Background: an optimization exercise with open tools, aiming at small area, a short achievable clock period and few clock cycles per item. Do not read the settings as production practice.
At most, simulation tests tie the RTL to the original design; equivalence was not proved.
Only the layout flow was run in runs 1 and 3; the RTL was not checked for function there.
Power figures rest on the tool's default switching activity, not on a simulated workload.

$ cat flow/run.sh
#!/bin/bash
# synth_recipe.tcl (not shown) runs the flow's synth.tcl, then flattens the netlist and writes it again
# the make line also repeats each setting of config.mk as NAME=value (left out here)
make -C /OpenROAD-flow-scripts/flow DESIGN_CONFIG=/design/flow/config.mk WORK_HOME=/design/flow/orfs CLKGATE_MAP_FILE= SYNTH_SCRIPT=/design/flow/synth_recipe.tcl finish
$ cat flow/design.v
module lath_eval (
    input  wire        clk,
    input  wire        rst,
    input  wire [31:0] origin_x,       
    input  wire [31:0] origin_y,       
    input  wire [31:0] pitch_x,        
    input  wire [31:0] pitch_y,        
    input  wire [31:0] lath_pitch,     
    input  wire [31:0] phase_offset,   
    input  wire [15:0] slant_num,      
    input  wire [15:0] slant_den,      
    input  wire        in_valid,
    output wire        in_ready,
    input  wire [13:0] px,
    input  wire [12:0] py,
    input  wire [1:0]  stripe,
    input  wire [15:0] corr,           
    output reg         out_valid,
    output wire [6:0]  v,
    output reg  [31:0] m,
    output reg  [15:0] corr_o,
    output wire [47:0] xo,             
    output wire [47:0] yo              
);
    reg [31:0] lp_r;
    reg [34:0] pol_r;                  
    reg [15:0] den_r;
    wire [34:0] pol_s;
    wire        pol_co;
    add_sk #(35) u_pol (.a({3'b0, phase_offset}), .b({1'b0, lp_r, 2'b00}), .cin(1'b0), .s(pol_s), .co(pol_co));
    always @(posedge clk) begin
        lp_r  <= lath_pitch;
        pol_r <= pol_s;
        den_r <= slant_den;
    end
    reg  lnz;                          
    always @(posedge clk) lnz <= |lath_pitch;
    reg        a_free;
    reg        f_prei, f_pre, f_pk, f_pka, f_pkw, f_kml, f_h0, f_h, f_p, f_c, f_done;
    reg [5:0]  a_cnt;
    reg        a_last;                 
    reg        pvalid;                 
    reg        yk;                     
    reg        acin_r;                 
    reg        rk;                     
    reg        rb;                     
    reg [15:0] radd;                   
    reg        b_busy;
    reg        b_pre;
    reg [4:0]  b_cnt;
    reg        b_last;                 
    reg        b_mcap;                 
    reg        b_vst;                  
    reg        o_org, o_pass, o_dbl, o_x2, o_xadd, o_yadd;
    reg        bl_r;                   
    reg        rdy_r;                  
    reg        f_pass;                 
    reg        f_hb;                   
    reg        csx;                    
    wire b_load   = bl_r;
    wire a_ready  = rdy_r;
    assign in_ready = rdy_r;
    wire accept   = in_valid & a_ready;
    wire b_loadk  = f_pka;             
    wire b_any    = b_load | b_loadk;
    wire b_run    = b_busy & ~b_pre;   
    wire inflight_n = accept | (~a_free & ~b_load) | b_load | (b_busy & ~b_last);
    wire f_c_n    = f_p;
    wire f_done_n = (f_c | f_done) & ~b_load;
    wire b_busy_n = b_any | (b_busy & ~b_last);
    wire b_last_n = ~b_any & b_busy & (b_cnt == 5'd14);
    wire bl_n     = (f_c_n | f_done_n) & (~b_busy_n | b_last_n);
    wire a_free_n = (a_free | b_load) & ~in_valid;
    wire pass_n   = (f_h & a_last) | f_p | f_done_n | f_pk;
    reg [13:0] pxa;
    reg [1:0]  sta;
    reg [12:0] pya;                    
    reg [15:0] corra;
    reg [46:0] acc;                    
    reg [15:0] rr;                     
    reg [1:0]  cq;                     
    reg [40:0] kq;                     
    reg [15:0] krem;
    wire [15:0] r_add  = radd;
    wire [18:0] r_x    = {2'b0, rr, 1'b0};
    wire [18:0] r_y    = {3'b0, r_add};
    wire [18:0] r_z1   = ~{3'b0, den_r};
    wire [18:0] r_z2   = ~{2'b0, den_r, 1'b0};
    wire [18:0] r_t, r_s1, r_s2;
    wire        r_co0, r_co1, r_co2;
    add_sk #(19) u_rt  (.a(r_x), .b(r_y), .cin(1'b0), .s(r_t), .co(r_co0));
    add_sk #(19) u_rs1 (.a(r_x ^ r_y ^ r_z1),
                        .b({(r_x[17:0] & r_y[17:0]) | (r_x[17:0] & r_z1[17:0]) | (r_y[17:0] & r_z1[17:0]), 1'b1}),
                        .cin(1'b0), .s(r_s1), .co(r_co1));
    add_sk #(19) u_rs2 (.a(r_x ^ r_y ^ r_z2),
                        .b({(r_x[17:0] & r_y[17:0]) | (r_x[17:0] & r_z2[17:0]) | (r_y[17:0] & r_z2[17:0]), 1'b1}),
                        .cin(1'b0), .s(r_s2), .co(r_co2));
    wire        c1     = ~r_s2[18];
    wire        c0     = ~c1 & ~r_s1[18];
    wire [15:0] r_next = c1 ? r_s2[15:0] : (c0 ? r_s1[15:0] : r_t[15:0]);
    wire [46:0] ay   = ({47{f_h0}} & ~({33'd0, pxa} << 11))
                     | ({47{yk}}   & {15'd0, kq[31:0]})
                     | ({47{f_p}}  & {12'd0, pol_r})
                     | {{19{csx}}, {16{f_c}} & corra, 12'd0}
                     | ({47{f_pka}} & {1'b0, lp_r, 14'd0});
    wire        acin = acin_r;
    wire [46:0] hsel = {{23{f_hb}}, {24{f_h}}};
    wire [46:0] ax   = (hsel & {acc[45:0], cq[0]})
                     | ({47{f_h0}} & {20'd0, pxa, sta, 11'd0})
                     | ({47{f_pass}} & acc);
    wire        ax0  = ax[0];
    wire        as0  = ax0 ^ ay[0] ^ acin;
    wire        ak1  = (ax0 & ay[0]) | (ax0 & acin) | (ay[0] & acin) | (f_h & cq[1]);
    wire [45:0] ahi;
    wire        a_co;
    add_sk #(46) u_acc (.a(ax[46:1]), .b(ay[46:1]), .cin(ak1), .s(ahi), .co(a_co));
    wire [46:0] asum = {ahi, as0};
    wire [15:0] nsn  = ~slant_num + 16'd1;             
    wire        nsg  = ~slant_num[15] & (|slant_num);  
    reg [31:0] br;                     
    reg [21:0] bq;                     
    reg [11:0] pxb;
    reg [11:0] pyb;
    reg [7:0]  vq;
    reg [39:0] xacc, yacc;
    reg [31:0] m_r;
    reg [15:0] corr_r;
    wire [33:0] bt  = {br, bq[21:20]};
    wire [34:0] bs1, bs2, bs3;
    wire        bc1, bc2, bc3;
    add_sk #(35) u_bs1 (.a({1'b0, bt}), .b(~{3'b0, lp_r}), .cin(1'b1), .s(bs1), .co(bc1));
    add_sk #(35) u_bs2 (.a({1'b0, bt}), .b(~{2'b0, lp_r, 1'b0}), .cin(1'b1), .s(bs2), .co(bc2));
    wire [34:0] b3x = {1'b0, bt};
    wire [34:0] b3y = ~{3'b0, lp_r};
    wire [34:0] b3z = ~{2'b0, lp_r, 1'b0};
    wire [34:0] b3s = b3x ^ b3y ^ b3z;
    wire [34:0] b3c = {(b3x[33:0] & b3y[33:0]) | (b3x[33:0] & b3z[33:0]) | (b3y[33:0] & b3z[33:0]), 1'b1};
    add_sk #(35) u_bs3 (.a(b3s), .b(b3c), .cin(1'b1), .s(bs3), .co(bc3));
    wire        g3  = ~bs3[34];
    wire        g2  = ~bs2[34];
    wire        g1  = ~bs1[34];
    wire [31:0] b_next = g3 ? bs3[31:0] : (g2 ? bs2[31:0] : (g1 ? bs1[31:0] : bt[31:0]));
    wire        qh  = g2;
    wire        ql  = g3 | (g1 & ~g2);
    wire [39:0] xx   = ({40{o_dbl}} & {xacc[38:0], 1'b0}) | ({40{o_pass}} & xacc)
                     | ({40{o_x2}} & {20'd0, pitch_x[18:0], 1'b0});
    wire [39:0] yx   = ({40{o_dbl}} & {yacc[38:0], 1'b0}) | ({40{o_pass}} & yacc);
    wire [39:0] xy   = ({40{o_org}} & {{10{origin_x[29]}}, origin_x[29:0]}) | ({40{o_xadd}} & {21'd0, pitch_x[18:0]});
    wire [39:0] yy   = ({40{o_org}} & {{10{origin_y[29]}}, origin_y[29:0]}) | ({40{o_yadd}} & {21'd0, pitch_y[18:0]});
    wire [39:0] xsum, ysum;
    wire        x_co, y_co;
    add_sk #(40) u_xo (.a(xx), .b(xy), .cin(1'b0), .s(xsum), .co(x_co));
    add_sk #(40) u_yo (.a(yx), .b(yy), .cin(1'b0), .s(ysum), .co(y_co));
    assign v  = vq[7:1];
    assign xo = {{8{xacc[39]}}, xacc};
    assign yo = {{8{yacc[39]}}, yacc};
    always @(*) begin
        m      = m_r;
        corr_o = corr_r;
    end
    always @(posedge clk) begin
        if (b_any) begin
            br <= {7'd0, asum[46:22]};
            bq <= asum[21:0];
        end else begin
            br <= b_next;
            bq <= {bq[19:0], 2'b00};
        end
        if (b_mcap) begin
            m_r    <= b_next & {32{lnz}};
        end
        if (b_vst)
            vq <= {vq[5:0], qh & lnz, ql & lnz};
        xacc <= xsum;
        yacc <= ysum;
        if (o_dbl) begin
            pxb <= {pxb[10:0], 1'b0};
            pyb <= {pyb[10:0], 1'b0};
        end
        if (b_load) begin
            pxb   <= pxa[11:0];
            pyb   <= pya[11:0];
            corr_r <= corra & {16{lnz}};
        end
    end
    always @(posedge clk) begin
        rr <= r_next;
        if (a_ready) begin
            pxa   <= px;
            sta   <= stripe;
            pya   <= py;
            corra <= corr;
            rr    <= 16'd0;
        end
        if (f_prei) begin
            kq <= {nsn, 24'd0, nsg};
            rr <= nsg ? den_r - 16'd1 : 16'd0;
        end
        if (f_pre) begin
            kq <= {kq[39:0], c0};
            rr <= r_next;
            if (a_last) begin
                krem <= r_next;
                rr   <= 16'd0;
            end
        end
        if (f_pk)
            acc <= {{6{kq[40]}}, kq};                    
        else
            acc <= asum;
        if (f_kml)
            kq <= {9'd0, m_r};
        cq <= {c1, c0};
        if (f_h0 | (f_h & ~a_last))
            pya <= {pya[11:0], pya[12]};
    end
    always @(posedge clk) begin
        if (rst) begin
            a_free <= 1'b1;
            bl_r   <= 1'b0;
            rdy_r  <= 1'b1;
            f_pass <= 1'b0;
            f_hb   <= 1'b0;
            csx    <= 1'b0;
            {f_prei, f_pre, f_pk, f_pka, f_pkw, f_kml, f_h0, f_h, f_p, f_c, f_done} <= 11'd0;
            a_cnt  <= 6'd0;
            a_last <= 1'b0;
            pvalid <= 1'b0;
            yk     <= 1'b0;
            acin_r <= 1'b0;
            rk     <= 1'b0;
            rb     <= 1'b0;
            radd   <= 16'd0;
            b_busy <= 1'b0;
            b_pre  <= 1'b0;
            b_cnt  <= 5'd0;
            {b_last, b_mcap, b_vst} <= 3'd0;
            {o_org, o_dbl, o_x2, o_xadd, o_yadd} <= 5'd0;
            o_pass <= 1'b1;
            out_valid <= 1'b0;
        end else begin
            bl_r   <= bl_n;
            rdy_r  <= a_free_n | bl_n;
            f_pass <= pass_n;
            f_hb   <= f_h0 | (f_hb & ~a_last);
            csx    <= f_p & corra[15];
            if (f_prei) begin
                f_prei <= 1'b0;
                f_pre  <= 1'b1;
            end
            if (f_pre & a_last) begin
                f_pre <= 1'b0;
                f_pk  <= 1'b1;
            end
            if (f_pk) begin
                f_pk  <= 1'b0;
                f_pka <= 1'b1;
            end
            if (f_pka) begin
                f_pka <= 1'b0;
                f_pkw <= 1'b1;
            end
            if (f_pkw & b_mcap) begin
                f_pkw <= 1'b0;
                f_kml <= 1'b1;
            end
            if (f_kml) begin
                f_kml  <= 1'b0;
                f_h0   <= 1'b1;
                pvalid <= 1'b1;
            end
            if (f_h0) begin
                f_h0 <= 1'b0;
                f_h  <= 1'b1;
            end
            if (f_h & a_last) begin
                f_h <= 1'b0;
                f_p <= 1'b1;
            end
            if (f_p) begin
                f_p <= 1'b0;
                f_c <= 1'b1;
            end
            if (f_c) begin
                f_c    <= 1'b0;
                f_done <= 1'b1;
            end
            if (b_load) begin
                f_done <= 1'b0;
                a_free <= 1'b1;
            end
            if (accept) begin
                a_free <= 1'b0;
                f_prei <= ~pvalid;
                f_h0   <= pvalid;
            end
            if (f_prei | f_h0)
                a_cnt <= 6'd0;
            else
                a_cnt <= a_cnt + 6'd1;
            a_last <= (f_pre & (a_cnt == 6'd38)) | (f_h & (a_cnt == 6'd11));
            yk     <= (f_h0 | (f_h & ~a_last)) & pya[12];
            acin_r <= (accept & pvalid) | f_kml | (f_h & a_last & (|rr));
            rk     <= (accept & pvalid & py[12]) | (f_kml & pya[12]) |
                      ((f_h0 | (f_h & (a_cnt <= 6'd10))) & pya[11]);
            rb     <= (f_prei & nsn[15]) | (f_pre & ~a_last & kq[39]);
            radd   <= ({16{(accept & pvalid & py[12]) | (f_kml & pya[12]) |
                           ((f_h0 | (f_h & (a_cnt <= 6'd10))) & pya[11])}} & krem) |
                      {15'd0, (f_prei & nsn[15]) | (f_pre & ~a_last & kq[39])};
            out_valid <= ~b_any & b_busy & ~b_pre & (b_cnt == 5'd14);
            if (b_any) begin
                b_busy <= 1'b1;
                b_pre  <= b_loadk;
                b_cnt  <= 5'd0;
            end else if (b_busy) begin
                b_cnt <= b_cnt + 5'd1;
                if (b_last)
                    b_busy <= 1'b0;
            end
            b_last  <= ~b_any & b_busy & (b_cnt == 5'd14);
            b_mcap  <= ~b_any & b_busy & (b_cnt == 5'd9);
            b_vst   <= ~b_any & b_busy & (b_cnt >= 5'd10) & (b_cnt <= 5'd13);
            o_x2    <= b_load & pxa[13];
            o_org   <= ~b_any & b_run & (b_cnt == 5'd4);
            o_dbl   <= ~b_any & b_run & (b_cnt <= 5'd13) & (b_cnt != 5'd4);
            o_pass  <= ~(b_load | (~b_any & b_run & (b_cnt <= 5'd13))) |
                       (~b_any & b_run & (b_cnt == 5'd4));
            o_xadd  <= b_load ? pxa[12] :
                       (~b_any & b_run & (b_cnt <= 5'd13) & (b_cnt != 5'd4) &
                        ((b_cnt == 5'd13) | (o_dbl ? pxb[10] : pxb[11])));
            o_yadd  <= b_load ? pya[12] :
                       (~b_any & b_run & (b_cnt <= 5'd13) & (b_cnt != 5'd4) &
                        ((b_cnt == 5'd13) | (o_dbl ? pyb[10] : pyb[11])));
            if (~inflight_n)
                pvalid <= 1'b0;
        end
    end
endmodule
module add_sk #(parameter W = 32) (
    input  wire [W-1:0] a,
    input  wire [W-1:0] b,
    input  wire         cin,
    output wire [W-1:0] s,
    output wire         co
);
    localparam LV = (W + 1 <= 2)  ? 1 : (W + 1 <= 4)  ? 2 : (W + 1 <= 8)  ? 3 :
                    (W + 1 <= 16) ? 4 : (W + 1 <= 32) ? 5 : (W + 1 <= 64) ? 6 : 7;
    wire [(LV+1)*(W+1)-1:0] g, p;
    assign g[W:0] = {a & b, cin};
    assign p[W:0] = {a ^ b, 1'b0};
    genvar l, i;
    generate
        for (l = 0; l < LV; l = l + 1) begin : lv
            for (i = 0; i <= W; i = i + 1) begin : bt
                if ((i >> l) & 1) begin : c
                    assign g[(l+1)*(W+1)+i] = g[l*(W+1)+i] | (p[l*(W+1)+i] & g[l*(W+1)+(((i>>l)<<l)-1)]);
                    assign p[(l+1)*(W+1)+i] = p[l*(W+1)+i] & p[l*(W+1)+(((i>>l)<<l)-1)];
                end else begin : t
                    assign g[(l+1)*(W+1)+i] = g[l*(W+1)+i];
                    assign p[(l+1)*(W+1)+i] = p[l*(W+1)+i];
                end
            end
        end
    endgenerate
    assign s  = (a ^ b) ^ g[LV*(W+1) +: W];
    assign co = g[LV*(W+1) + W];
endmodule
$ cat flow/constraint.sdc
create_clock -name core_clock -period 11.0 [get_ports {clk}]
set_input_delay 2.2000 -clock core_clock [delete_from_list [all_inputs] [get_ports {clk}]]
set_output_delay 2.2000 -clock core_clock [all_outputs]
set_load 0.01 [all_outputs]
$ cat flow/config.mk
export PLATFORM = sky130hd
export DESIGN_NAME = lath_eval
export DESIGN_NICKNAME = lath_eval
export VERILOG_FILES = /design/flow/design.v
export SDC_FILE = /design/flow/constraint.sdc
export NUM_CORES = 4
export LEC_CHECK = 0
export ABC_AREA = 1
export CAP_MARGIN = 20
export CORE_MARGIN = 2
export CORE_UTILIZATION = 60
export PLACE_DENSITY = 0.75
export SLEW_MARGIN = 20
==> results of run 1 <==
power groups by stage:
stage	clock, mW	sequential, mW	combinational (mW)
floorplan	0	2.60	3.24
global placement	0	2.64	4.30
detailed placement	0	2.65	4.40
CTS	2.04	2.61	4.44
global route	2.12	2.64	5.06
finish	2.02	2.62	4.49
flip-flops by register name, summed over array words and instances (netlist names), 5 cells and up:
register / flops
acc: 47
kq: 41
xacc: 40
yacc: 40
pol_r: 35
br: 32
lp_r: 32
m_r: 32
bq: 22
corr_r: 16
corra: 16
den_r: 16
krem: 16
radd: 16
rr: 16
pxa: 14
pya: 13
pxb: 12
pyb: 12
vq: 8
a_cnt: 6
b_cnt: 5
metrics by stage:
| step | hold WS (ns) | cell area (um^2) | std cells | power [mW] |
|---|---|---|---|---|
| 6_report | 0.435 | 43000 | 6057 | 9.14 |
| 4_1_cts | 0.435 | 43000 | 6054 | 9.09 |
| 5_1_grt | 0.441 | 43000 | 6056 | 9.81 |
| 3_5_place_dp | 0.420 | 41000 | 5949 | 7.05 |
| 3_3_place_gp | 0.402 | 41000 | 5949 | 6.95 |
| 2_1_floorplan | 0.400 | 36600 | 4900 | 5.84 |
metal layers:
metal  GRT usage, %  wire length, um  part of all wire (%)
met5              0               32                 0.029
met4           15.9             5360                   4.8
met3           5.32             9250                   8.4
met2           58.3            50900                    46
met1           44.5            45100                    41
logic make-up (layout without fill, tap and decap cells):
group           count (synthesis)  count (layout)
flops                         525             525
buf+inv                       905            1277
simple gates                 2230            2230
fa+ha+maj                     409             409
xor+xnor                      143             143
compound gates                688             688
other cells                     0               3
cell usage in the layout, fill, tap and decap left out, types with 8 or more instances in the layout:
cell             netlist  routed
o211ai_1              31      31
clkbuf_8               0       8
a21oi_1              228     228
clkinvlp_4             0       8
xnor2_1               54      54
a22o_1                34      34
o21ai_1               10      10
nor3_1                49      49
ha_1                 309     309
clkdlybuf4s50_1        0     394
o21bai_1              39      39
a21boi_0               9       9
a22oi_1               16      16
a221oi_1               9       9
clkinv_2               0      11
nand2_2               15      15
xor2_1                89      89
nor2_1               266     265
edfxtp_1             173     173
fa_1                 100     100
nor4_1                13      13
or2_2                 24      24
o22ai_1               90      90
clkbuf_16              0      60
inv_1                738     738
o2111ai_1             15      15
dfxtp_1              352     346
a31oi_1               17      17
nand3b_1              32      32
nand4_1               25      25
a21o_1                31      31
buf_4                 31      31
nand3_1              409     409
nand2_1             1371    1371
o21ai_0              122     121
area by class of cell:
cell class	count	area (um^2)
tap	782	978
fill	5026	17400
clock buffer	76	1650
multi-input combinational	3470	20800
sequential	525	12200
antenna	3	7.51
inverter	747	2800
clock inverter	29	328
timing repair buffer	425	4180
cell usage after synthesis (14+ instances only):
library cell / number / area (um^2)
fa_1: 100 / 2000
a31oi_1: 17 / 106
a21o_1: 31 / 233
o2111ai_1: 15 / 131
buf_4: 31 / 233
a22oi_1: 16 / 120
dfxtp_1: 352 / 7050
nand2_2: 15 / 93.8
or2_2: 24 / 150
ha_1: 309 / 3870
o21ai_0: 122 / 611
buf_2: 15 / 75.1
nand3_1: 409 / 2050
o21bai_1: 39 / 293
nor2_1: 266 / 998
clkbuf_1: 95 / 357
a21oi_1: 228 / 1140
edfxtp_1: 173 / 5190
nand2_1: 1371 / 5150
inv_1: 738 / 2770
nand4_1: 25 / 156
buf_1: 14 / 52.6
o22ai_1: 90 / 563
nand3b_1: 32 / 240
o211ai_1: 31 / 233
xnor2_1: 54 / 473
xor2_1: 89 / 780
nor3_1: 49 / 245
a22o_1: 34 / 298
final timing paths:
check | slack, ns | cells after the start | to
setup / recovery | 5.74 | 19 | br[11]$_DFF_P_
hold / removal | 0.43 | 0 | vq[2]$_DFFE_PP_
setup reg to reg | 5.74 | 19 | br[11]$_DFF_P_
hold reg to reg | 0.43 | 0 | vq[2]$_DFFE_PP_
==> impl_results.md, run 1 <==
* Slew @ Worst Pin at 1.05 ns
* Initial Util at 60.6%
* Pre-CTS setup slack at 5.53 ns
* Num rows at 90
* Post-Syn Instances at 4,900
* IO buf count at 394
* Max Clk Rate at 0.190 GHz
* Cells along the critical path: inv_1 > o21ai_0 > inv_1 > fa_1 > nand2_1 > fa_1 > inv_1 > nor2_1 > a211oi_2 > o21ai_2 > nand3_1 > nand2_1 > nand2_1 > nand2_2 > inv_1 > fa_1 > xnor2_1 > nand2_1 > nand2_1
* H-tree levels at 2
* Hold Startpoint: vq[0]$_DFFE_PP_
* Simple-gate share of the synthesized area at 25.6%
* PostCTS Resize Cnt at 0
* Period Utilization, post-route at 47.8%
* Internal power at 5.30 mW
* Die span in y at 251 um
* RSZ-0062 raised after global routing: no
* Layout cells sized above 1 at 3.89%
* Minimum clock period at 5.26 ns
* Clk_skew at 0.0173 ns
* First-pass GRT wire length at 173 mm
* Synthesized area at 0.0366 mm^2
* Post-synth EDFFs at 173
* Setup bufs post-CTS at 0
* Die width at 251 um
* Hold-fix buffers at CTS at 0
* Final worst slack at 5.74 ns
* Share of total power in the clock network at 22.2%
* Synth Flop Type: dfxtp_1
* Setup crit start: f_pass$_SDFF_PP0_
* Register area share after synthesis at 33.5%
* ANT nets after route at 0
* Top Family by Delay on Critical Path: simple AND/OR/NAND/NOR gates
* Worst setup EP type: flop
* Vias at 33,900
* Critical Path AT at 5.84 ns
* Clock Path Buffers at 3
* Worst path slowest cell: dfxtp_1
* Final hold violation count at 0
* Initial antenna violation count at 5
* Worst path required time at 11.58 ns
* Slowest stage delay, CP at 0.90 ns
* Routability Congestion at 0.980
* Combinational Power Share at 49.2%
* Yosys warnings at 1
* Count of unique library cells instantiated by Yosys at 63
* Worst slew margin at 30.1%
* Drt pass-1 iters at 8
* Vias in the first global route at 32,200
* Avg Inst Size Synth at 7.46 um^2
* Per-cell routed wire length at 18.3 um
* Post-route DRC at 0
* Hold Crit Class: reg -> reg
* Post-synthesis xor/xnor area fraction at 3.43%
* Leakage power total at 20.9 nW
* Total grt overflow at 0
* TritonCTS clock tree: done
* Ports at 425
* Adder-Cell Fraction of Synth Area at 16.0%
* Clock buffer count from CTS at 56
* Status: no timing/DRC/antenna violations
* Switching pwr at 3.84 mW
* Initial DRC count at 2,818
* Post-synthesis mux area share at 0%
* PwrDens at 213 mW/mm^2
* Yosys reg bits at 525
* Compound-Gate Fraction of Synth Area at 11.7%
* Combinational family with the most area after synthesis: simple AND/OR/NAND/NOR gates
* Full die area at 0.0629 mm^2
* Worst Setup Start Kind: flop
* Syn_nets at 5,581
* Routed vias/inst at 5.60
* Setup TNS at 0 ns
* VDD IR max at 0.172 mV
* Endpoints failing setup at 0
* Pin count of the biggest net entering global routing at 62
* Final Core Density at 71.2%
* WS Path Type: reg -> reg
* Root Buffer Master: clkbuf_16
* Clock slew at reported path FFs at 0.07 ns
* Async SR Flop Fraction at 0%
* Switch share at 42.0%
* Sink Count at 525
* HPWL Detailed at 85.6 mm
* Seq pwr share at 28.6%
* Skew-Pair Late Insertion Delay at 0.64 ns
* Pins Over Slew Limit at 0
* Area growth, synth to finish at 17.5%
* CP bufs+invs at 4
* CORE AREA at 0.0604 mm^2
* Crit-path max FO at 30
* GRT Total Usage at 34.8%
* WL final at 111 mm
* Final nets at 5,906
* R2r startpoint: f_pass$_SDFF_PP0_
* CP dominant cell by count: nand2_1
* Max_cap viols at 0
==> run 2: changes to the inputs <==
--- a/flow/design.v
+++ b/flow/design.v
@@ -122,7 +122,7 @@
     reg [11:0] pxb;
     reg [11:0] pyb;
     reg [7:0]  vq;
-    reg [39:0] xacc, yacc;
+    reg [38:0] xacc, yacc;             
     reg [31:0] m_r;
     reg [15:0] corr_r;
     wire [33:0] bt  = {br, bq[21:20]};
@@ -142,18 +142,18 @@
     wire [31:0] b_next = g3 ? bs3[31:0] : (g2 ? bs2[31:0] : (g1 ? bs1[31:0] : bt[31:0]));
     wire        qh  = g2;
     wire        ql  = g3 | (g1 & ~g2);
-    wire [39:0] xx   = ({40{o_dbl}} & {xacc[38:0], 1'b0}) | ({40{o_pass}} & xacc)
-                     | ({40{o_x2}} & {20'd0, pitch_x[18:0], 1'b0});
-    wire [39:0] yx   = ({40{o_dbl}} & {yacc[38:0], 1'b0}) | ({40{o_pass}} & yacc);
-    wire [39:0] xy   = ({40{o_org}} & {{10{origin_x[29]}}, origin_x[29:0]}) | ({40{o_xadd}} & {21'd0, pitch_x[18:0]});
-    wire [39:0] yy   = ({40{o_org}} & {{10{origin_y[29]}}, origin_y[29:0]}) | ({40{o_yadd}} & {21'd0, pitch_y[18:0]});
-    wire [39:0] xsum, ysum;
+    wire [38:0] xx   = ({39{o_dbl}} & {xacc[37:0], 1'b0}) | ({39{o_pass}} & xacc)
+                     | ({39{o_x2}} & {19'd0, pitch_x[18:0], 1'b0});
+    wire [38:0] yx   = ({39{o_dbl}} & {yacc[37:0], 1'b0}) | ({39{o_pass}} & yacc);
+    wire [38:0] xy   = ({39{o_org}} & {9'd0, ~origin_x[29], origin_x[28:0]}) | ({39{o_xadd}} & {20'd0, pitch_x[18:0]});
+    wire [38:0] yy   = ({39{o_org}} & {9'd0, ~origin_y[29], origin_y[28:0]}) | ({39{o_yadd}} & {20'd0, pitch_y[18:0]});
+    wire [38:0] xsum, ysum;
     wire        x_co, y_co;
-    add_sk #(40) u_xo (.a(xx), .b(xy), .cin(1'b0), .s(xsum), .co(x_co));
-    add_sk #(40) u_yo (.a(yx), .b(yy), .cin(1'b0), .s(ysum), .co(y_co));
+    add_sk #(39) u_xo (.a(xx), .b(xy), .cin(1'b0), .s(xsum), .co(x_co));
+    add_sk #(39) u_yo (.a(yx), .b(yy), .cin(1'b0), .s(ysum), .co(y_co));
     assign v  = vq[7:1];
-    assign xo = {{8{xacc[39]}}, xacc};
-    assign yo = {{8{yacc[39]}}, yacc};
+    assign xo = {{10{~xacc[38]}}, xacc[37:0]};     
+    assign yo = {{10{~yacc[38]}}, yacc[37:0]};
     always @(*) begin
         m      = m_r;
         corr_o = corr_r;
==> impl_results.md, run 2 <==
* H-tree levels at 2 (unchanged)
* Max FFs per register at 47 (unchanged)
* RSZ-0062 raised after global routing: no
* Most frequent cell after synthesis: nand2_1
* Post-Syn Instances at 4,910 (+0.20%)
* Skew-Pair Late Insertion Delay at 0.65 ns (about the same)
* Sink Count at 523 (-0.38%)
* Final hold violation count at 0 (unchanged)
* Setup bufs post-CTS at 0 (unchanged)
* CORE AREA at 0.0616 mm^2 (+2.1%)
* Worst path required time at 11.51 ns (-0.07 ns)
* Yosys reg bits at 523 (-0.38%)
* Worst setup EP type: flop
* Layout cells sized above 1 at 5.58% (+1.7 points)
* Status: no timing/DRC/antenna violations
* Slew @ Worst Pin at 1.06 ns (+0.0179 ns)
* Top flop regs: acc: 47 flops, kq: 41 flops
* Initial DRC count at 2,756 (-2.2%)
* Initial antenna violation count at 16 (+11)
* Total grt overflow at 0 (unchanged)
* Critical Path AT at 5.32 ns (-0.52 ns)
* Design area at 0.0431 mm^2 (+0.23%)
* Root Buffer Master: clkbuf_16
* Leakage power total at 20.6 nW (-1.4%)
* WL final at 110 mm (-0.33%)
* Max Clk Rate at 0.208 GHz (+9.3%)
* Worst hold slack at 0.433 ns (-0.00155 ns)
* Setup TNS at 0 ns (unchanged)
* Yosys warnings at 1 (unchanged)
* Crit-path max FO at 15 (-50%)
* HPWL Detailed at 84.4 mm (-1.4%)
* Yosys top cell area share at 18.8% (-0.48 points)
* Clock Path Buffers at 3 (unchanged)
* Worst Setup Start Kind: input pin
* Syn_nets at 5,573 (-0.14%)
* Final worst slack at 6.19 ns (+0.449 ns)
* PwrDens at 205 mW/mm^2 (-3.4%)
* Period Utilization, post-route at 43.7% (-4.1 points)
* Drt pass-1 iters at 6 (-2)
* Area growth, synth to finish at 15.5%
* WS Path Type: in -> reg
* PostCTS Resize Cnt at 0 (unchanged)
* Cell Area, Placed at 0.0410 mm^2 (+0.11%)
* Ports at 425 (unchanged)
* Per-cell routed wire length at 18.2 um (-0.21%)
* Pin count of the biggest net entering global routing at 64 (+3.2%)
* Post-route DRC at 0 (unchanged)
* Routability Congestion at 0.947 (-3.3%)
* Vias in the first global route at 32,500 (+0.81%)
* GRT Total Usage at 34.5% (-0.31 points)
* Minimum clock period at 4.81 ns (-0.449 ns)
* Largest Register: acc
* ANT nets after route at 0 (unchanged)
* Highest-count cells in the layout ignoring fill and taps: 1,271 x nand2_1, 725 x inv_1, 434 x nand3_1
* Most common cell after layout, fill and taps aside: nand2_1
* VDD IR max at 0.183 mV (+6.5%)
* Routed vias/inst at 5.55 (-0.85%)
* Synth Flop Type: dfxtp_1
* Post-synth EDFFs at 173 (unchanged)
* Die width at 253 um (+0.96%)
* IO buf count at 394 (unchanged)
* Hold Crit Class: reg -> reg
* Worst slew margin at 28.9% (-1.2 points)
* Initial Util at 60.5% (about the same)
* Pins Over Slew Limit at 0 (unchanged)
* Full die area at 0.0641 mm^2 (+1.9%)
* Count of unique library cells instantiated by Yosys at 72 (+14%)
* Avg Inst Size Synth at 7.59 um^2 (+1.8%)
* Clock slew at reported path FFs at 0.06 ns (about the same)
* Yosys top cell by area: dfxtp_1
* Clk_skew at 0.0354 ns (+0.0181 ns)
* Most frequent cells after synthesis: 1,271 x nand2_1, 727 x inv_1, 434 x nand3_1
* Die span in y at 253 um (+0.96%)
* Clock buffer count from CTS at 58 (+3.6%)
* Vias at 33,600 (-0.96%)
* Pre-CTS setup slack at 5.54 ns (+0.00929 ns)
* Endpoints failing setup at 0 (unchanged)
* Hold-fix buffers at CTS at 0 (unchanged)
* Max_cap viols at 0 (unchanged)
* Synthesized area at 0.0373 mm^2 (+2.0%)
* Register area share after synthesis at 32.7% (-0.75 points)
* Synth area leaders: dfxtp_1 19%, edfxtp_1 14%, nand2_1 13%
* Async SR Flop Fraction at 0% (unchanged)
* Final nets at 5,812 (-1.6%)
* TritonCTS clock tree: done
* First-pass GRT wire length at 174 mm (+0.55%)
* Num rows at 91 (+1.1%)
==> run 2: kinds of logic after synthesis <==
family	count (synthesis)	share of synthesized area (%)
buf+inv	981	11.4
xor+xnor	141	3.31
flops	523	32.7
fa+ha+maj	391	15.1
simple gates	2193	25.9
compound gates	681	11.6
==> run 2: metal layers <==
metal  GRT usage (%)  routed length, um  vias to the layer above
li1                -                  -                    16500
met1            44.5              45500                    15600
met2            56.7              50500                     1284
met3            5.24               8410                      274
met4            16.5               5860                        4
met5               0                 23                        -
==> run 2: area by class of cell <==
type | instances | area [um^2]
multi-input combinational | 3406 | 20900
fill | 5157 | 18500
sequential | 523 | 12200
timing repair buffer | 422 | 4170
inverter | 738 | 2770
clock buffer | 79 | 1670
tap | 837 | 1050
clock inverter | 31 | 307
antenna | 14 | 35.0
==> run 2: worst max-delay path, stage by stage <==
cell	delay, ns
clkdlybuf4s50_1	0.41
ha_1	0.36
a21oi_1	0.14
nand2_1	0.11
nand3_1	0.09
nand2_1	0.10
a21oi_1	0.27
inv_1	0.10
nand2_1	0.07
nand2_1	0.32
nand3_1	0.18
nand2_1	0.30
fa_1	0.49
xor2_1	0.16
==> run 2: final timing paths <==
| check | start | to | slack (ns) | cells past startpoint |
|---|---|---|---|---|
| min reg2reg | vq[0]$_DFFE_PP_ | vq[2]$_DFFE_PP_ | 0.43 | 0 |
| max | phase_offset[4] | pol_r[32]$_DFF_P_ | 6.19 | 14 |
| min | vq[0]$_DFFE_PP_ | vq[2]$_DFFE_PP_ | 0.43 | 0 |
| max reg2reg | lp_r[0]$_DFF_P_ | m_r[0]$_DFFE_PP_ | 6.71 | 18 |
==> run 2: metrics by stage <==
step,power (mW),cells,utilization [%]
after floorplan,5.84,4910,-
after global placement,6.67,5925,66.6
after detailed placement,6.77,5925,66.6
after CTS,8.79,6035,69.8
after global routing,9.52,6048,69.9
final,8.85,6050,69.9
==> run 2: power breakdown <==
group	switching [mW]	internal (mW)	leakage [nW]
clock network	0.850	1.16	0.947
registers	0.246	2.33	4.52
logic	2.63	1.63	15.2
total	3.72	5.12	20.6
Testbench counts of run 2, summed over its fixed seeds: cycles 26,880, items 1,536.
==> run 3: changes to the inputs <==
--- a/flow/design.v
+++ b/flow/design.v
@@ -54,7 +54,6 @@
     reg        o_org, o_pass, o_dbl, o_x2, o_xadd, o_yadd;
     reg        bl_r;                   
     reg        rdy_r;                  
-    reg        f_pass;                 
     reg        f_hb;                   
     reg        csx;                    
     wire b_load   = bl_r;
@@ -71,7 +70,6 @@
     wire b_last_n = ~b_any & b_busy & (b_cnt == 5'd14);
     wire bl_n     = (f_c_n | f_done_n) & (~b_busy_n | b_last_n);
     wire a_free_n = (a_free | b_load) & ~in_valid;
-    wire pass_n   = (f_h & a_last) | f_p | f_done_n | f_pk;
     reg [13:0] pxa;
     reg [1:0]  sta;
     reg [12:0] pya;                    
@@ -105,9 +103,7 @@
                      | ({47{f_pka}} & {1'b0, lp_r, 14'd0});
     wire        acin = acin_r;
     wire [46:0] hsel = {{23{f_hb}}, {24{f_h}}};
-    wire [46:0] ax   = (hsel & {acc[45:0], cq[0]})
-                     | ({47{f_h0}} & {20'd0, pxa, sta, 11'd0})
-                     | ({47{f_pass}} & acc);
+    wire [46:0] ax   = (hsel & {acc[45:0], cq[0]}) | (~hsel & acc);
     wire        ax0  = ax[0];
     wire        as0  = ax0 ^ ay[0] ^ acin;
     wire        ak1  = (ax0 & ay[0]) | (ax0 & acin) | (ay[0] & acin) | (f_h & cq[1]);
@@ -206,6 +202,8 @@
         end
         if (f_pk)
             acc <= {{6{kq[40]}}, kq};                    
+        else if ((a_ready & pvalid) | f_kml)
+            acc <= {20'd0, a_ready ? px : pxa, a_ready ? stripe : sta, 11'd0};
         else
             acc <= asum;
         if (f_kml)
@@ -219,7 +217,6 @@
             a_free <= 1'b1;
             bl_r   <= 1'b0;
             rdy_r  <= 1'b1;
-            f_pass <= 1'b0;
             f_hb   <= 1'b0;
             csx    <= 1'b0;
             {f_prei, f_pre, f_pk, f_pka, f_pkw, f_kml, f_h0, f_h, f_p, f_c, f_done} <= 11'd0;
@@ -241,7 +238,6 @@
         end else begin
             bl_r   <= bl_n;
             rdy_r  <= a_free_n | bl_n;
-            f_pass <= pass_n;
             f_hb   <= f_h0 | (f_hb & ~a_last);
             csx    <= f_p & corra[15];
             if (f_prei) begin
==> impl_results.md, run 3 <==
* Status: no timing/DRC/antenna violations
* Synthesized area at 0.0368 mm^2 (-1.3%)
* Yosys reg bits at 522 (-0.19%)
* Max_cap viols at 0 (unchanged)
* Root Buffer Master: clkbuf_16
* Minimum clock period at 4.94 ns (+0.135 ns)
* Routability Congestion at 0.964 (+1.8%)
* GRT Total Usage at 34.8% (+0.29 points)
* Vias at 33,900 (+0.87%)
* Worst path slowest cell: clkdlybuf4s50_1
* Initial antenna violation count at 5 (-11)
* Worst path required time at 11.51 ns (about the same)
* M2 GR Usage at 56.6% (-0.11 points)
* Synth Flop Type: dfxtp_1
* First-pass GRT wire length at 173 mm (-0.14%)
* Area growth, synth to finish at 15.9%
* Yosys top cell by area: dfxtp_1
* WL final at 112 mm (+1.2%)
* Worst hold path stage count at 0 (unchanged)
* R2r startpoint: f_h$_SDFFE_PP0P_
* Synth area leaders: dfxtp_1 20%, edfxtp_1 13%, nand2_1 13%
* Final nets at 5,830 (+0.31%)
* Skew-Pair Late Insertion Delay at 0.65 ns (about the same)
* Internal power at 5.39 mW (+5.3%)
* Yosys warnings at 1 (unchanged)
* Worst Setup Start Kind: input pin
* Worst slew margin at 28.3% (-0.58 points)
* VDD IR max at 0.176 mV (-4.0%)
* ANT nets after route at 0 (unchanged)
* GR peak layer: met2
* Critical Path AT at 5.46 ns (+0.14 ns)
* Worst path depth at 16 (+2)
* Ports at 425 (unchanged)
* Die span in y at 252 um (-0.64%)
* Post-synth EDFFs at 157 (-9.2%)
* Clock Path Buffers at 3 (unchanged)
* Setup TNS at 0 ns (unchanged)
* Post-route DRC at 0 (unchanged)
* Hold path endpoint: vq[2]$_DFFE_PP_
* Count of unique library cells instantiated by Yosys at 64 (-11%)
* Top flop regs: acc: 47 flops, kq: 41 flops
* Pin count of the biggest net entering global routing at 58 (-9.4%)
* Initial Util at 60.9% (+0.33 points)
* Most frequent cell after synthesis: nand2_1
* Cells along the critical path: clkdlybuf4s50_1 > inv_1 > o22ai_1 > ha_1 > nand2_1 > nand2_1 > o21ai_0 > o21ai_1 > nand3_1 > nand2_1 > nand3_1 > nand2_2 > nand4_1 > nand3_1 > ha_1 > xor2_1
* Full die area at 0.0633 mm^2 (-1.3%)
* Routed vias/inst at 5.65 (+1.6%)
* Highest-count cells in the layout ignoring fill and taps: 1,253 x nand2_1, 697 x inv_1, 400 x nand3_1
* Final worst slack at 6.06 ns (-0.135 ns)
* Async SR Flop Fraction at 0% (unchanged)
* Setup crit start: pitch_x[1]
* Max Clk Rate at 0.202 GHz (-2.7%)
* Combinational Power Share at 48.2% (about the same)
* Endpoints failing setup at 0 (unchanged)
* Clk_skew at 0.0316 ns (-0.00382 ns)
* Pre-CTS setup slack at 5.48 ns (-0.0677 ns)
* Most common cell after layout, fill and taps aside: nand2_1
* Hold Startpoint: vq[0]$_DFFE_PP_
* Initial DRC count at 2,882 (+4.6%)
* Per-cell routed wire length at 18.6 um (+2.0%)
* WS Path Type: in -> reg
* Worst setup EP type: flop
* Yosys top cell area share at 19.9% (+1.1 points)
* R2R depth at 15 (-3)
* Top Family by Delay on Critical Path: simple AND/OR/NAND/NOR gates
* Crit Reg-Reg Endpoint: br[11]$_DFF_P_
* Seq pwr share at 29.0% (about the same)
* Switching pwr at 3.87 mW (+4.0%)
* Grt met3 use at 5.16% (-0.084 points)
* Setup bufs post-CTS at 0 (unchanged)
* Hold Crit Class: reg -> reg
* Final hold violation count at 0 (unchanged)
* Clock slew at reported path FFs at 0.06 ns (about the same)
* Period Utilization, post-route at 45.0% (+1.2 points)
* Vias in the first global route at 32,000 (-1.5%)
* Switch share at 41.8% (-0.30 points)
* TritonCTS clock tree: done
* IO buf count at 394 (unchanged)
* Register area at 0.0120 mm^2 (-1.5%)
* PostCTS Resize Cnt at 0 (unchanged)
* # fillers at 5,055 (-2.0%)
* R2r setup slk at 6.10 ns (-0.61 ns)
* Syn_nets at 5,588 (+0.27%)
* PwrDens at 217 mW/mm^2 (+5.8%)
* Die width at 252 um (-0.64%)
* HPWL Detailed at 85.8 mm (+1.6%)
* Avg Inst Size Synth at 7.47 um^2 (-1.6%)
* Max FFs per register at 47 (unchanged)
* RSZ-0062 raised after global routing: no
* Largest Register: acc
* CP bufs+invs at 2 (unchanged)
* Routing usage on met1 at 45.7% (+1.2 points)
* Drt pass-1 iters at 6 (unchanged)
* Pins Over Slew Limit at 0 (unchanged)
* Register area share after synthesis at 32.7% (-0.062 points)
* H-tree levels at 2 (unchanged)
* CORE AREA at 0.0605 mm^2 (-1.8%)
* Slew @ Worst Pin at 1.07 ns (+0.00975 ns)
* Post-Syn Instances at 4,925 (+0.31%)
* Share of total power in the clock network at 22.7% (about the same)
* Crit-path max FO at 16 (+1)
* Layout cells sized above 1 at 4.14% (-1.4 points)
* Slowest stage delay, CP at 0.54 ns (+0.05 ns)
* Sink Count at 522 (-0.19%)
* Total grt overflow at 0 (unchanged)
* Clock buffer count from CTS at 58 (unchanged)
* Most frequent cells after synthesis: 1,253 x nand2_1, 699 x inv_1, 400 x nand3_1
* Leakage power total at 20.7 nW (+0.27%)
* Num rows at 90 (-1.1%)
* Multi-input gate area at 0.0208 mm^2 (-0.50%)
* Hold-fix buffers at CTS at 0 (unchanged)
[run 3: final cells by class]
type	count	area share (%)
clock buffers	77	3.83
repair buffers	423	9.76
inverters	710	6.25
clock inverters	33	0.991
well taps	782	2.29
multi-input cells	3452	48.7
diodes	5	0.0293
flip-flops and latches	522	28.2
[run 3: cell families after synthesis]
family,Yosys count,synth area share [%]
XOR/XNOR,152,3.62
flip-flops,522,32.7
AND/OR/NAND/NOR,2131,24.7
buffers and inverters,951,11.0
adder cells (fa/ha/maj),391,15.3
multiplexers,3,0.0816
AO/OA/AOI/OAI,775,12.7
[run 3: worst max-delay path by stage]
stage | end | slack (ns)
floorplan | yacc[32]$_DFF_P_ | 6.59
finish | xacc[32]$_DFF_P_ | 6.06
CTS | xacc[32]$_DFF_P_ | 6.14
detailed placement | xacc[32]$_DFF_P_ | 5.48
global placement | xacc[32]$_DFF_P_ | 5.54
global route | br[10]$_DFF_P_ | 5.84
[run 3: power groups by stage]
stage               clock, mW  combinational (mW)  sequential [mW]
floorplan                   0                3.45             2.60
detailed placement          0                4.38             2.72
global route             2.19                5.07             2.72
finish                   2.11                4.47             2.69
global placement            0                4.29             2.71
CTS                      2.12                4.42             2.68
[run 3: per-layer routing]
layer,share of wire (%),vias up
met5,0.0063,-
met4,5.1,2
met3,8.4,251
met2,45,1401
met1,41,15700
li1,-,16600
[run 3: stage by stage]
| step | util, % | power [mW] | hold WS, ns | area [um^2] | std cells |
|---|---|---|---|---|---|
| floorplan | - | 6.06 | 0.400 | 36800 | 4925 |
| global placement | 67.1 | 7.00 | 0.407 | 40600 | 5889 |
| detailed placement | 67.1 | 7.10 | 0.405 | 40600 | 5889 |
| CTS | 70.5 | 9.21 | 0.417 | 42600 | 5999 |
| global route | 70.5 | 9.98 | 0.443 | 42600 | 6001 |
| finish | 70.5 | 9.27 | 0.418 | 42700 | 6004 |
==> run 4: changes to the inputs <==
--- a/flow/design.v
+++ b/flow/design.v
@@ -25,12 +25,16 @@
     reg [31:0] lp_r;
     reg [34:0] pol_r;                  
     reg [15:0] den_r;
-    wire [34:0] pol_s;
-    wire        pol_co;
-    add_sk #(35) u_pol (.a({3'b0, phase_offset}), .b({1'b0, lp_r, 2'b00}), .cin(1'b0), .s(pol_s), .co(pol_co));
+    reg         pol_c;
+    wire [17:0] pol_lo;
+    wire [16:0] pol_hi;
+    wire        pol_clo, pol_chi;
+    add_sk #(18) u_pol_lo (.a(phase_offset[17:0]), .b({lp_r[15:0], 2'b00}), .cin(1'b0), .s(pol_lo), .co(pol_clo));
+    add_sk #(17) u_pol_hi (.a({3'b0, phase_offset[31:18]}), .b({1'b0, lp_r[31:16]}), .cin(pol_c), .s(pol_hi), .co(pol_chi));
     always @(posedge clk) begin
         lp_r  <= lath_pitch;
-        pol_r <= pol_s;
+        pol_c <= pol_clo;
+        pol_r <= {pol_hi, pol_lo};
         den_r <= slant_den;
     end
     reg  lnz;                          
@@ -54,10 +58,11 @@
     reg        o_org, o_pass, o_dbl, o_x2, o_xadd, o_yadd;
     reg        bl_r;                   
     reg        rdy_r;                  
+    reg        f_pass;                 
     reg        f_hb;                   
     reg        csx;                    
     wire b_load   = bl_r;
-    wire a_ready  = rdy_r;
+    wire a_ready  = a_free | bl_r;
     assign in_ready = rdy_r;
     wire accept   = in_valid & a_ready;
     wire b_loadk  = f_pka;             
@@ -70,6 +75,7 @@
     wire b_last_n = ~b_any & b_busy & (b_cnt == 5'd14);
     wire bl_n     = (f_c_n | f_done_n) & (~b_busy_n | b_last_n);
     wire a_free_n = (a_free | b_load) & ~in_valid;
+    wire pass_n   = (f_h & a_last) | f_p | f_done_n | f_pk;
     reg [13:0] pxa;
     reg [1:0]  sta;
     reg [12:0] pya;                    
@@ -103,7 +109,9 @@
                      | ({47{f_pka}} & {1'b0, lp_r, 14'd0});
     wire        acin = acin_r;
     wire [46:0] hsel = {{23{f_hb}}, {24{f_h}}};
-    wire [46:0] ax   = (hsel & {acc[45:0], cq[0]}) | (~hsel & acc);
+    wire [46:0] ax   = (hsel & {acc[45:0], cq[0]})
+                     | ({47{f_h0}} & {20'd0, pxa, sta, 11'd0})
+                     | ({47{f_pass}} & acc);
     wire        ax0  = ax[0];
     wire        as0  = ax0 ^ ay[0] ^ acin;
     wire        ak1  = (ax0 & ay[0]) | (ax0 & acin) | (ay[0] & acin) | (f_h & cq[1]);
@@ -202,8 +210,6 @@
         end
         if (f_pk)
             acc <= {{6{kq[40]}}, kq};                    
-        else if ((a_ready & pvalid) | f_kml)
-            acc <= {20'd0, a_ready ? px : pxa, a_ready ? stripe : sta, 11'd0};
         else
             acc <= asum;
         if (f_kml)
@@ -217,6 +223,7 @@
             a_free <= 1'b1;
             bl_r   <= 1'b0;
             rdy_r  <= 1'b1;
+            f_pass <= 1'b0;
             f_hb   <= 1'b0;
             csx    <= 1'b0;
             {f_prei, f_pre, f_pk, f_pka, f_pkw, f_kml, f_h0, f_h, f_p, f_c, f_done} <= 11'd0;
@@ -238,6 +245,7 @@
         end else begin
             bl_r   <= bl_n;
             rdy_r  <= a_free_n | bl_n;
+            f_pass <= pass_n;
             f_hb   <= f_h0 | (f_hb & ~a_last);
             csx    <= f_p & corra[15];
             if (f_prei) begin
--- a/flow/config.mk
+++ b/flow/config.mk
@@ -9,5 +9,5 @@
 export CAP_MARGIN = 20
 export CORE_MARGIN = 2
 export CORE_UTILIZATION = 60
-export PLACE_DENSITY = 0.75
+export PLACE_DENSITY = 0.65
 export SLEW_MARGIN = 20
==> impl_results.md, run 4 <==
* Top flop regs: acc: 47 flops, kq: 41 flops
* Slowest stage delay, CP at 0.43 ns (-0.11 ns)
* PostCTS Resize Cnt at 0 (unchanged)
* Most frequent cell after synthesis: nand2_1
* # fillers at 5,055 (unchanged)
* ANT nets after route at 0 (unchanged)
* Area growth, synth to finish at 16.0% (about the same)
* CORE AREA at 0.0605 mm^2 (unchanged)
* Initial Util at 60.7% (-0.16 points)
* Setup bufs post-CTS at 0 (unchanged)
* Yosys top cell area share at 19.1% (-0.71 points)
* Minimum clock period at 4.80 ns (-0.149 ns)
* Initial antenna violation count at 7 (+2)
* Worst path required time at 11.50 ns (about the same)
* Sink Count at 524 (+0.38%)
* Clk_skew at 0.0285 ns (-0.00307 ns)
* Count of unique library cells instantiated by Yosys at 62 (-3.1%)
* WL final at 108 mm (-3.1%)
* Leakage power total at 20.6 nW (-0.59%)
* Largest Register: acc
* CP bufs+invs at 1 (-1)
* Pin count of the biggest net entering global routing at 63 (+8.6%)
* Avg Inst Size Synth at 7.49 um^2 (+0.29%)
* Total grt overflow at 0 (unchanged)
* Critical Path AT at 5.29 ns (-0.17 ns)
* Most common cell after layout, fill and taps aside: nand2_1
* Final Core Density at 70.4% (-0.13 points)
* Post-route DRC at 0 (unchanged)
* Yosys top cell by area: dfxtp_1
* Seq pwr share at 28.5% (-0.5 points)
* IO buf count at 394 (unchanged)
* Max FFs per register at 47 (unchanged)
* Share of total power in the clock network at 23.6% (+0.9 points)
* Final nets at 5,803 (-0.46%)
* WS Path Type: in -> reg
* Root Buffer Master: clkbuf_16
* Endpoints failing setup at 0 (unchanged)
* Register area share after synthesis at 33.3% (+0.63 points)
* Worst path depth at 13 (-3)
* Async SR Flop Fraction at 0% (unchanged)
* Status: no timing/DRC/antenna violations
* Top Family by Delay on Critical Path: simple AND/OR/NAND/NOR gates
* Synth Flop Type: dfxtp_1
* First-pass GRT wire length at 168 mm (-3.2%)
* Full die area at 0.0632 mm^2 (-0.26%)
* VDD IR max at 0.206 mV (+17%)
* Num rows at 90 (unchanged)
* Yosys reg bits at 524 (+0.38%)
* TritonCTS clock tree: done
* Placed cell count at 5,859 (-0.51%)
* Setup TNS at 0 ns (unchanged)
* Die span in y at 251 um (-0.13%)
* Drt pass-1 iters at 6 (unchanged)
* Clock buffer count from CTS at 57 (-1.7%)
* Period Utilization, post-route at 43.6% (-1.4 points)
* Clock Path Buffers at 3 (unchanged)
* Max_cap viols at 0 (unchanged)
* Worst path slowest cell: clkdlybuf4s50_1
* Total power at 9.07 mW (-2.1%)
* Internal power at 5.31 mW (-1.6%)
* Highest-count cells in the layout ignoring fill and taps: 1,339 x nand2_1, 733 x inv_1, 429 x nand3_1
* Syn_nets at 5,564 (-0.43%)
* Synth area leaders: dfxtp_1 19%, edfxtp_1 14%, nand2_1 14%
* Synthesized area at 0.0367 mm^2 (-0.26%)
* Die width at 251 um (-0.13%)
* Crit-path max FO at 16 (unchanged)
* Slew @ Worst Pin at 1.13 ns (+0.0580 ns)
* Initial DRC count at 2,785 (-3.4%)
* Pins Over Slew Limit at 0 (unchanged)
* Routed vias/inst at 5.56 (-1.5%)
* Skew-Pair Late Insertion Delay at 0.64 ns (about the same)
* Combinational Power Share at 47.9% (-0.3 points)
* Non-Filler Instances at 5,973 (-0.52%)
* Post-synth EDFFs at 173 (+10%)
* RSZ-0062 raised after global routing: no
* Most frequent cells after synthesis: 1,340 x nand2_1, 736 x inv_1, 429 x nand3_1
* Final hold violation count at 0 (unchanged)
* Cells along the critical path: clkdlybuf4s50_1 > a22o_1 > ha_1 > o21ai_0 > o21ai_1 > nand3_1 > nand2_1 > nand3_1 > nand2_1 > nand4_1 > nand3_2 > ha_1 > xor2_1
* Hold Crit Class: reg -> reg
* Hold-fix buffers at CTS at 0 (unchanged)
* Worst slew margin at 24.5% (-3.8 points)
* Switch share at 41.4% (-0.35 points)
* Switching pwr at 3.76 mW (-2.9%)
* Vias at 33,200 (-2.0%)
* Per-cell routed wire length at 18.1 um (-2.6%)
* Pre-CTS setup slack at 5.58 ns (+0.105 ns)
* Multi-input gate area at 0.0203 mm^2 (-2.2%)
* Max Clk Rate at 0.209 GHz (+3.1%)
* PwrDens at 213 mW/mm^2 (-2.0%)
* Routability Congestion at 0.958 (-0.66%)
* H-tree levels at 2 (unchanged)
* Worst setup EP type: flop
* Register area at 0.0122 mm^2 (+1.7%)
* Worst Setup Start Kind: input pin
* Clock slew at reported path FFs at 0.07 ns (about the same)
* Ports at 425 (unchanged)
* Layout cells sized above 1 at 4.05% (-0.090 points)
* GRT Total Usage at 33.7% (-1.1 points)
* Vias in the first global route at 31,100 (-2.8%)
* Worst hold path stage count at 2 (+2)
* Post-Syn Instances at 4,898 (-0.55%)
* R2R depth at 20 (+5)
* HPWL Detailed at 82.5 mm (-3.8%)
* Final worst slack at 6.20 ns (+0.149 ns)
* Yosys warnings at 1 (unchanged)
-- run 4: changes by cell type in the layout (fill, tap and decap cells not counted), moves of 12 or more --
cell	delta
xor2_1	-15
nand2_1	+86
nor2_1	-29
nand3_1	+29
nand3b_1	-12
o22ai_1	+15
edfxtp_1	+16
inv_1	+36
dfxtp_1	-16
o21ai_0	-63
a21oi_1	-49
-- run 4: layer usage --
| metal | GRT usage [%] | vias up | part of all wire (%) |
|---|---|---|---|
| met5 | 0 | - | 0.012 |
| met2 | 55.5 | 1274 | 46 |
| met3 | 4.40 | 203 | 7.8 |
| met4 | 12.1 | 2 | 3.7 |
| met1 | 45.6 | 15400 | 43 |
| li1 | - | 16400 | - |
-- run 4: final timing paths --
path | from | to | slack [ns]
worst min-delay path | bq[2]$_DFF_P_ | bq[4]$_DFF_P_ | 0.43
worst max-delay path | pitch_x[2] | xacc[32]$_DFF_P_ | 6.20
worst min register to register | bq[2]$_DFF_P_ | bq[4]$_DFF_P_ | 0.43
worst max register to register | f_pass$_SDFF_PP0_ | br[11]$_DFF_P_ | 6.34
-- run 4: area by class of cell --
| cell class | instances | area share [%] |
|---|---|---|
| multi-input combinational | 3391 | 47.7 |
| timing repair buffer | 421 | 9.79 |
| tap | 782 | 2.30 |
| clock buffer | 87 | 4.25 |
| antenna | 6 | 0.0353 |
| inverter | 742 | 6.54 |
| clock inverter | 20 | 0.702 |
| sequential | 524 | 28.7 |
-- run 4: tightest hold or removal path: stages (launching register included) --
cell	delay [ns]
dfxtp_1	0.31
nand2_1	0.05
o21ai_0	0.06
-- run 4: power groups by stage --
stage | combinational, mW | sequential [mW] | clock (mW)
floorplan | 3.33 | 2.52 | 0
global placement | 4.14 | 2.62 | 0
global route | 4.88 | 2.61 | 2.22
CTS | 4.27 | 2.58 | 2.15
detailed placement | 4.23 | 2.62 | 0
finish | 4.34 | 2.59 | 2.14
-- run 4: logic make-up after synthesis --
logic type,after synthesis,share of synthesized area (%)
buf+inv,983,11.5
flops,524,33.3
fa+ha+maj,394,15.5
compound gates,664,11.3
xor+xnor,135,3.22
simple gates,2198,25.3
-- run 4: per-stage QoR --
step / hold slack [ns] / instance area [um^2]
after CTS: 0.431 / 42500
after floorplan: 0.400 / 36700
after global routing: 0.446 / 42600
after detailed placement: 0.419 / 40400
final: 0.426 / 42600
after global placement: 0.409 / 40400
Testbench counts of run 4, summed over its fixed seeds: cycles 26,880, items 1,536.
==> run 5: changes to the inputs <==
--- a/flow/config.mk
+++ b/flow/config.mk
@@ -9,5 +9,5 @@
 export CAP_MARGIN = 20
 export CORE_MARGIN = 2
 export CORE_UTILIZATION = 60
-export PLACE_DENSITY = 0.65
+export PLACE_DENSITY = 0.75
 export SLEW_MARGIN = 20
==> impl_results.md, run 5 <==
* Status: no timing/DRC/antenna violations
* Vias at 33,100 (-0.45%)
* Post-synth EDFFs at 173 (unchanged)
* Setup TNS at 0 ns (unchanged)
* H-tree levels at 2 (unchanged)
* ANT nets after route at 0 (unchanged)
* Full die area at 0.0632 mm^2 (unchanged)
* Hold Crit Class: reg -> reg
* CORE AREA at 0.0605 mm^2 (unchanged)
* Critical Path AT at 5.26 ns (-0.03 ns)
* Yosys reg bits at 524 (unchanged)
* Most frequent cell after synthesis: nand2_1
* Largest Register: acc
* Most common cell after layout, fill and taps aside: nand2_1
* Total grt overflow at 0 (unchanged)
* Synth Flop Type: dfxtp_1
* Routability Congestion at 1.01 (+5.1%)
* Root Buffer Master: clkbuf_16
* Worst path slowest cell: clkdlybuf4s50_1
* Drt pass-1 iters at 6 (unchanged)
* Slew @ Worst Pin at 1.18 ns (+0.0526 ns)
* Per-cell routed wire length at 17.9 um (-1.3%)
* Post-route DRC at 0 (unchanged)
* Max Clk Rate at 0.210 GHz (+0.80%)
* Highest-count cells in the layout ignoring fill and taps: 1,340 x nand2_1, 733 x inv_1, 429 x nand3_1
* TritonCTS clock tree: done
* RSZ-0062 raised after global routing: no
* Layout cells sized above 1 at 3.84% (-0.21 points)
* Initial Util at 60.7% (unchanged)
* Clock buffer count from CTS at 58 (+1.8%)
* Top Family by Delay on Critical Path: simple AND/OR/NAND/NOR gates
* HPWL Detailed at 81.9 mm (-0.77%)
* Num rows at 90 (unchanged)
* Async SR Flop Fraction at 0% (unchanged)
* Skew-Pair Late Insertion Delay at 0.64 ns (about the same)
* GRT Total Usage at 33.5% (-0.15 points)
* Final nets at 5,805 (+0.034%)
* PwrDens at 210 mW/mm^2 (-1.4%)
* Endpoints failing setup at 0 (unchanged)
* Worst setup EP type: flop
* Vias in the first global route at 31,300 (+0.65%)
* # fillers at 5,048 (-0.14%)
* Area growth, synth to finish at 15.3%
* PostCTS Resize Cnt at 0 (unchanged)
* Max FFs per register at 47 (unchanged)
* Yosys top cell by area: dfxtp_1
* Hold-fix buffers at CTS at 0 (unchanged)
* Multi-input gate area at 0.0203 mm^2 (about the same)
* Worst path required time at 11.50 ns (about the same)
* Worst slew margin at 20.4% (-4.1 points)
* Yosys warnings at 1 (unchanged)
* Worst Setup Start Kind: input pin
* First-pass GRT wire length at 168 mm (about the same)
* Most frequent cells after synthesis: 1,340 x nand2_1, 736 x inv_1, 429 x nand3_1
* CP bufs+invs at 1 (unchanged)
* Period Utilization, post-route at 43.2% (-0.34 points)
* Count of unique library cells instantiated by Yosys at 62 (unchanged)
* Final hold violation count at 0 (unchanged)
* Pin count of the biggest net entering global routing at 64 (+1.6%)
* Sink Count at 524 (unchanged)
* Clock Path Buffers at 3 (unchanged)
* Minimum clock period at 4.76 ns (-0.0379 ns)
* VDD IR max at 0.219 mV (+6.2%)
* Final Core Density at 70.0% (-0.42 points)
* Register area share after synthesis at 33.3% (unchanged)
* Syn_nets at 5,564 (unchanged)
* Ports at 425 (unchanged)
* IO buf count at 394 (unchanged)
* Setup bufs post-CTS at 0 (unchanged)
* Yosys top cell area share at 19.1% (unchanged)
* Clock slew at reported path FFs at 0.06 ns (about the same)
* Initial antenna violation count at 8 (+1)
* Max_cap viols at 0 (unchanged)
* Post-Syn Instances at 4,898 (unchanged)
* Routed vias/inst at 5.54 (-0.48%)
* WL final at 107 mm (-1.3%)
* Initial DRC count at 2,669 (-4.2%)
* Die width at 251 um (unchanged)
* Cells along the critical path: clkdlybuf4s50_1 > a22o_1 > ha_1 > o21ai_0 > o21ai_1 > nand3_1 > nand2_1 > nand3_1 > nand2_1 > nand4_1 > nand3_2 > ha_1 > xor2_1
* Synthesized area at 0.0367 mm^2 (unchanged)
* Register area at 0.0122 mm^2 (about the same)
* Avg Inst Size Synth at 7.49 um^2 (unchanged)
* Synth area leaders: dfxtp_1 19%, edfxtp_1 14%, nand2_1 14%
* Die span in y at 251 um (unchanged)
* Top flop regs: acc: 47 flops, kq: 41 flops
* Clk_skew at 0.0231 ns (-0.00540 ns)
* Leakage power total at 20.4 nW (-0.61%)
* Slowest stage delay, CP at 0.44 ns (about the same)
* Pins Over Slew Limit at 0 (unchanged)
* WS Path Type: in -> reg
* Crit-path max FO at 16 (unchanged)
-- run 5: cell counts after synthesis --
Identical to the previous run, type by type.
-- run 5: final timing paths --
kind	start	end	slack, ns	cells after the start
setup / recovery	pitch_x[2]	xacc[32]$_DFF_P_	6.24	13
hold / removal	bq[5]$_DFF_P_	bq[7]$_DFF_P_	0.43	2
setup reg to reg	f_pass$_SDFF_PP0_	br[10]$_DFF_P_	6.25	19
hold reg to reg	bq[5]$_DFF_P_	bq[7]$_DFF_P_	0.43	2
-- run 5: through the flow --
stage                     total power [mW]  setup slack [ns]  area, um^2  hold WS, ns  instances
after floorplan                       5.85              6.59       36700        0.400       4898
after global placement                6.78              5.64       40400        0.405       5860
after detailed placement              6.87              5.62       40400        0.407       5860
after CTS                             8.85              6.24       42300        0.433       5969
after global routing                  9.57              5.88       42300        0.450       5974
final                                 8.89              6.24       42300        0.431       5975
-- run 5: logic make-up (layout without fill, tap and decap cells) --
group	count (synthesis)	in the layout	share of synthesized area [%]
xor gates and xnor gates	135	135	3.22
DFF	524	524	33.3
buffers and inverters	983	1273	11.5
AOI/OAI and AO/OA	664	664	11.3
other	0	5	0
and+or+nand+nor	2198	2198	25.3
adders and majority gates	394	394	15.5
-- run 5: worst min-delay path: stages (launching register included) --
cell     delay, ns
dfxtp_1       0.30
nand2_1       0.04
o21ai_0       0.05
-- run 5: final cells by class --
type / count / area share (%)
Sequential cell: 524 / 28.9
Timing Repair Buffer: 422 / 9.83
Antenna cell: 5 / 0.0296
Inverter: 742 / 6.58
Clock buffer: 70 / 3.59
Multi-Input combinational cell: 3391 / 48.0
Tap cell: 782 / 2.31
Clock inverter: 39 / 0.813
-- run 5: where the power goes --
group          leakage, nW  total, mW  internal (mW)  switching (mW)
Combinational         15.0       4.35           1.65            2.70
Sequential            4.53       2.58           2.35           0.231
Clock                0.915       1.95           1.12           0.835
-- run 5: metal layers --
layer	up-vias	part of all wire (%)	GRT usage, %
li1	16400	-	-
met1	15300	43	44.7
met2	1174	46	55.5
met3	222	7.0	4.55
met4	6	4.1	12.9
met5	-	0.038	0

what the ideal ports hide:
Ports are ideal in the flow. The routed layouts listed here were re-timed in OpenROAD. Step 1 sets driving cells, clkbuf_16 on the clock port and buf_2 on the other inputs (assumed; they add their load-dependent delay and slew). Step 2 adds t to the input delays and takes it off the output delays; t is the mean of the earliest and latest rising clock arrival at the registers after step 1. Input paths then give back, and output paths get back, about the clock's delay inside the block. Slacks: ideal ports / drivers / drivers and shift; pairs: ideal ports / drivers.
run	t, ns	slack for setup (ns)	hold WS [ns]	clock arrival spread, ns	worst slew at a driven data input, ns
run 1	0.692	5.741 / 5.741 / 5.531	0.435 / 0.435 / 0.435	0.019 / 0.019	0.10
run 2	0.697	6.190 / 6.216 / 5.519	0.433 / 0.433 / 0.433	0.037 / 0.037	0.11
run 3	0.689	6.055 / 6.083 / 5.394	0.418 / 0.418 / 0.418	0.032 / 0.032	0.13
run 4	0.697	6.205 / 6.226 / 5.529	0.426 / 0.426 / 0.426	0.029 / 0.030	0.10
run 5	0.692	6.243 / 6.253 / 5.582	0.431 / 0.431 / 0.431	0.023 / 0.023	0.10
After both steps setup and hold are still met in every run listed. For run 4, which loses most, drivers alone change the setup slack by +0.021 ns; drivers and shift together by -0.676 ns.
